Context: an optimization exercise on an open-source flow, tuned for small area, a short achievable clock period and few clock cycles per item. The choices shown serve that exercise and are no tape-out recipe.
At most, simulation tests tie the RTL to the original design; equivalence was not proved.

== v6 ==
Design loop_frame, start of the top module:
module loop_frame (
    input  wire        clk,
    input  wire        rst,
    input  wire        cmd_valid,
    output wire        cmd_ready,
    input  wire [1:0]  cmd_op,
    input  wire [5:0]  cmd_addr,
    input  wire [31:0] cmd_data,
    input  wire [31:0] in_y,
    input  wire [31:0] in_r,
    input  wire [31:0] in_x1,
    input  wire [31:0] in_x2,
    input  wire [31:0] in_x3,
    output reg         out_valid,
    output reg  [31:0] out_value,
    output reg  [1:0]  out_lim,
    output reg  [11:0] out_flags
);
    localparam [31:0] SMAX = 32'h7fffffff;
    localparam [31:0] SMIN = 32'h80000000;
    localparam [31:0] ONE  = 32'h01000000;
    localparam F_SHAPE = 0, F_ERROR = 1, F_PID = 2, F_INTEG = 3, F_BQ0 = 4,
               F_BQ1 = 5, F_BQ2 = 6, F_BQ3 = 7, F_FF = 8, F_CLAMP = 9,
               F_RATE = 10, F_PSAT = 11;
    function [31:0] sat33;
        input [32:0] x;
        begin
            if (x[32] != x[31]) sat33 = x[32] ? SMIN : SMAX;
            else sat33 = x[31:0];
        end
    endfunction
    function ov33;
        input [32:0] x;
  ...
For scale: roughly 27000 cells after synthesis, about 250 I/O pins, about 230000 um2 of cells after synthesis.
==> flow/config.mk <==
export PLATFORM = sky130hd
export DESIGN_NAME = loop_frame
export DESIGN_NICKNAME = loop_frame
export VERILOG_FILES = /design/flow/design.v
export SDC_FILE = /design/flow/constraint.sdc
export NUM_CORES = 8
export LEC_CHECK = 0
export ABC_AREA = 1
export CAP_MARGIN = 20
export CORE_MARGIN = 2
export CORE_UTILIZATION = 40
export SLEW_MARGIN = 20
export TNS_END_PERCENT = 0
==> flow/constraint.sdc <==
create_clock -name core_clock -period 32.0 [get_ports {clk}]
set_input_delay 6.4000 -clock core_clock [delete_from_list [all_inputs] [get_ports {clk}]]
set_output_delay 6.4000 -clock core_clock [all_outputs]
set_load 0.01 [all_outputs]
standard.sh (not shown) runs the stock make flow with config.mk's settings and CLKGATE_MAP_FILE= SYNTH_SCRIPT=/design/flow/synth_recipe.tcl, a recipe that flattens the netlist after the stock synthesis.
==> flow/flow/run.sh <==
#!/bin/bash
# Layout flow: the standard ORFS flow (standard.sh), with repair_timing aimed
# at a setup slack margin so that the critical paths are sized for a short period.
# The clock period and all constraints stay the design's. Each make/tool output
# goes to its own log in this folder (ORFS also keeps its per-step logs under orfs/logs).
set -euo pipefail
MARGIN=24
bash standard.sh SETUP_SLACK_MARGIN=$MARGIN synth > flow_synth.log 2>&1
bash standard.sh SETUP_SLACK_MARGIN=$MARGIN floorplan > flow_floorplan.log 2>&1
bash standard.sh SETUP_SLACK_MARGIN=$MARGIN place > flow_place.log 2>&1
bash standard.sh SETUP_SLACK_MARGIN=$MARGIN cts > flow_cts.log 2>&1
bash standard.sh SETUP_SLACK_MARGIN=$MARGIN route > flow_route.log 2>&1
bash standard.sh SETUP_SLACK_MARGIN=$MARGIN finish > flow_finish.log 2>&1
Changes in v7 relative to v6:
-- flow/flow/run.sh --
<<< v6, line 8
bash standard.sh SETUP_SLACK_MARGIN=$MARGIN synth > flow_synth.log 2>&1
>>> v7, line 8
bash standard.sh SYNTH_ARGS=-noabc SETUP_SLACK_MARGIN=$MARGIN synth > flow_synth.log 2>&1
### Flow results
- In the reports for v6 and v7, the larger worst setup margin belongs to v7.
- Row post-synth net total: v7 lower / v6 higher
- v7 against v6: compound-cell area share of the yosys netlist -1.0 points, die height barely changed.
- [compare] base=v6 new=v7: total of clock buffers placed in the layout dropped 3; met1 wire length climbed about 6%.
No functional check of the RTL was part of any run of this note.

== exp/xenon ==
Another version of the RTL of loop_frame (not shown whole).
Size in the first run: roughly 270000 um^2 of cells after synthesis.
==> flow/config.mk <==
export PLATFORM = sky130hd
export DESIGN_NAME = loop_frame
export DESIGN_NICKNAME = loop_frame
export VERILOG_FILES = /design/flow/design.v
export SDC_FILE = /design/flow/constraint.sdc
export NUM_CORES = 8
export LEC_CHECK = 0
export ABC_AREA = 1
export CAP_MARGIN = 20
export CORE_MARGIN = 2
export CORE_UTILIZATION = 40
export PLACE_DENSITY = 0.7
export SLEW_MARGIN = 20
export TNS_END_PERCENT = 0
==> flow/constraint.sdc <==
create_clock -name core_clock -period 32.0 [get_ports {clk}]
set_input_delay 6.4000 -clock core_clock [delete_from_list [all_inputs] [get_ports {clk}]]
set_output_delay 6.4000 -clock core_clock [all_outputs]
set_load 0.01 [all_outputs]
==> flow/flow/run.sh <==
#!/bin/bash
# Layout flow: the standard ORFS flow (standard.sh), with repair_timing aimed
# at a setup slack margin so that the critical paths are sized for a short period.
# The clock period and all constraints stay the design's. Each make/tool output
# goes to its own log in this folder (ORFS also keeps its per-step logs under orfs/logs).
set -euo pipefail
MARGIN=24
bash standard.sh SYNTH_ARGS=-noabc SETUP_SLACK_MARGIN=$MARGIN MATCH_CELL_FOOTPRINT=0 synth > flow_synth.log 2>&1
bash standard.sh SETUP_SLACK_MARGIN=$MARGIN MATCH_CELL_FOOTPRINT=0 floorplan > flow_floorplan.log 2>&1
bash standard.sh SETUP_SLACK_MARGIN=$MARGIN MATCH_CELL_FOOTPRINT=0 place > flow_place.log 2>&1
bash standard.sh SETUP_SLACK_MARGIN=$MARGIN MATCH_CELL_FOOTPRINT=0 cts > flow_cts.log 2>&1
bash standard.sh SETUP_SLACK_MARGIN=$MARGIN MATCH_CELL_FOOTPRINT=0 route > flow_route.log 2>&1
bash standard.sh SETUP_SLACK_MARGIN=$MARGIN MATCH_CELL_FOOTPRINT=0 finish > flow_finish.log 2>&1
Ran to the end and failed final checks on antenna violations: exp/xenon.
The inputs of exp/pepper differ from those of exp/xenon as listed below.
- swapping 20 for 30 in SLEW_MARGIN
diff --git a/flow/flow/run.sh b/flow/flow/run.sh
--- a/flow/flow/run.sh
+++ b/flow/flow/run.sh
@@ -10,4 +10,4 @@
 bash standard.sh SETUP_SLACK_MARGIN=$MARGIN MATCH_CELL_FOOTPRINT=0 place > flow_place.log 2>&1
 bash standard.sh SETUP_SLACK_MARGIN=$MARGIN MATCH_CELL_FOOTPRINT=0 cts > flow_cts.log 2>&1
-bash standard.sh SETUP_SLACK_MARGIN=$MARGIN MATCH_CELL_FOOTPRINT=0 route > flow_route.log 2>&1
+bash standard.sh SETUP_SLACK_MARGIN=$MARGIN MATCH_CELL_FOOTPRINT=0 MAX_REPAIR_ANTENNAS_ITER_DRT=10 route > flow_route.log 2>&1
 bash standard.sh SETUP_SLACK_MARGIN=$MARGIN MATCH_CELL_FOOTPRINT=0 finish > flow_finish.log 2>&1
Notes after the runs:
exp/pepper has completed all stages; timing, DRC and antenna checks passed. Higher setup slack was reported by exp/pepper, not exp/xenon. From exp/xenon to exp/pepper the numbers moved as follows: fmax essentially unchanged; design area higher. Going from exp/xenon to exp/pepper, global routing usage summed across all routing layers shows no meaningful change, register fraction of the total cell area comparable, number of nets in the layout comparable. Going from exp/xenon to exp/pepper, the number of gates on the worst path with buffers counted was found to have gone up by 28. Of exp/pepper and exp/xenon, the run reporting the higher signed area change from the synthesized netlist to the final layout was exp/pepper. exp/xenon has lower utilization than exp/pepper. Share of cells above drive strength 1, exp/pepper and exp/xenon: smaller value in exp/xenon.
Setup changes, exp/pepper to exp/onyx
- a change of TNS_END_PERCENT from 0 to 5
### Flow results
exp/onyx vs. exp/pepper: slew of the pin with the lowest slew margin went down by 0.034 ns, setup slack went up by 0.11 ns, multi-input logic portion of the cell area was more or less identical. exp/onyx — total non-filler cell area in the finished layout 0.41% higher, exp/pepper as reference.
No run of this note included a check of the RTL's function; only the layout flow was run.

Another version of the RTL of loop_frame (not shown whole).
Size in the first run: about 27000 cells after synthesis, ~2800 flip-flops, roughly 250 I/O pins.
Settings: LEC_CHECK=0, ABC_AREA=1, CAP_MARGIN=20, CORE_MARGIN=2, CORE_UTILIZATION=40, CTS_CLUSTER_DIAMETER=100, CTS_CLUSTER_SIZE=20, PLACE_DENSITY=0.7, SLEW_MARGIN=30, TNS_END_PERCENT=5; clock period 32.0 ns.
==> flow/flow/run.sh <==
#!/bin/bash
# Layout flow: the standard ORFS flow (standard.sh), with repair_timing aimed
# at a setup slack margin so that the critical paths are sized for a short period.
# The clock period and all constraints stay the design's. Each make/tool output
# goes to its own log in this folder (ORFS also keeps its per-step logs under orfs/logs).
set -euo pipefail
MARGIN=24
bash standard.sh SYNTH_ARGS=-noabc SETUP_SLACK_MARGIN=$MARGIN MATCH_CELL_FOOTPRINT=0 synth > flow_synth.log 2>&1
bash standard.sh SETUP_SLACK_MARGIN=$MARGIN MATCH_CELL_FOOTPRINT=0 floorplan > flow_floorplan.log 2>&1
bash standard.sh SETUP_SLACK_MARGIN=$MARGIN MATCH_CELL_FOOTPRINT=0 place > flow_place.log 2>&1
bash standard.sh SETUP_SLACK_MARGIN=$MARGIN MATCH_CELL_FOOTPRINT=0 cts > flow_cts.log 2>&1
bash standard.sh SETUP_SLACK_MARGIN=$MARGIN MATCH_CELL_FOOTPRINT=0 MAX_REPAIR_ANTENNAS_ITER_DRT=10 route > flow_route.log 2>&1
bash standard.sh SETUP_SLACK_MARGIN=$MARGIN MATCH_CELL_FOOTPRINT=0 finish > flow_finish.log 2>&1
The first run completed without violations.
Testbench counts at the start, summed over its fixed seeds: cycles 11,312, frames 1,600.
Then changed:
--- a/flow/config.mk
+++ b/flow/config.mk
@@ -10,7 +10,5 @@
 export CORE_MARGIN = 2
 export CORE_UTILIZATION = 40
-export CTS_CLUSTER_DIAMETER = 100
-export CTS_CLUSTER_SIZE = 20
 export PLACE_DENSITY = 0.7
 export SLEW_MARGIN = 30
-export TNS_END_PERCENT = 5
+export TNS_END_PERCENT = 20
Flip-flop and latch count is unchanged.
Final area went up by about 2.6%.
Global-route usage went up by 0.20 points.
Setup slack gets better by 0.24 ns.
Count of clock-buffer cells in the layout went up by 158.
Wire length went up by about 0.9%.
Cell count went up by about 1%.
Worst hold slack gets worse by 0.072 ns.
Then changed:
--- a/flow/config.mk
+++ b/flow/config.mk
@@ -10,5 +10,5 @@
 export CORE_MARGIN = 2
 export CORE_UTILIZATION = 40
-export PLACE_DENSITY = 0.7
+export PLACE_DENSITY = 0.75
 export SLEW_MARGIN = 30
-export TNS_END_PERCENT = 20
+export TNS_END_PERCENT = 5
Result: Worst hold slack gets better by 0.069 ns; routed wire length is higher by 1.7%; global-route usage rose by 0.64 points; synthesized area is unchanged; final area fell by 0.67%; first-iteration DRC count is about the same; worst setup slack got worse by 0.20 ns; via count goes up by about 0.7%; sequential share of layout area climbs by 0.16 points.
Then changed:
--- a/flow/config.mk
+++ b/flow/config.mk
@@ -10,5 +10,5 @@
 export CORE_MARGIN = 2
 export CORE_UTILIZATION = 40
-export PLACE_DENSITY = 0.75
+export PLACE_DENSITY = 0.7
 export SLEW_MARGIN = 30
-export TNS_END_PERCENT = 5
+export TNS_END_PERCENT = 0
=> Clock skew increases by 0.031 ns. Count of clock-buffer cells in the layout decreases by 10. Wire length decreases slightly. Maximum frequency increases slightly.

what the ideal ports hide:
Ports are ideal in the flow. The routed layouts listed here were re-timed in OpenROAD. Step 1 sets driving cells, clkbuf_16 on the clock port and buf_2 on the other inputs (assumed; they add their load-dependent delay and slew). Step 2 times the ports against the registers' clock, not the clock port: input delays grow and output delays shrink by t, the midpoint of the rising clock arrivals with the driver on. a / b / c = ideal / step 1 / step 2; a / b = the first two.
| run | t, ns | slack for setup (ns) | latest minus earliest clock arrival (ns) | pins driven straight from the clock port |
|---|---|---|---|---|
| v6 | 1.147 | 22.409 / 22.409 / 21.503 | 0.143 / 0.143 | 1 |
| v7 | 1.167 | 22.843 / 22.843 / 21.722 | 0.108 / 0.108 | 1 |
| exp/xenon | 1.200 | 23.455 / 23.489 / 22.289 | 0.109 / 0.109 | 1 |
| exp/pepper | 1.188 | 23.478 / 23.478 / 22.639 | 0.085 / 0.085 | 1 |
| exp/onyx | 1.187 | 23.588 / 23.588 / 22.568 | 0.082 / 0.083 | 1 |
| the first run of note 3 | 1.116 | 23.627 / 23.485 / 22.692 | 0.110 / 0.111 | 1 |
| the second run of note 3 | 1.135 | 23.865 / 23.732 / 22.838 | 0.140 / 0.140 | 1 |
| the third run of note 3 | 1.171 | 23.668 / 23.539 / 22.981 | 0.125 / 0.124 | 1 |
| the fourth run of note 3 | 1.130 | 23.800 / 23.741 / 22.810 | 0.139 / 0.139 | 1 |
The setup slack of exp/xenon, which loses most, moves by +0.034 ns with the drivers and by -1.166 ns with both steps.
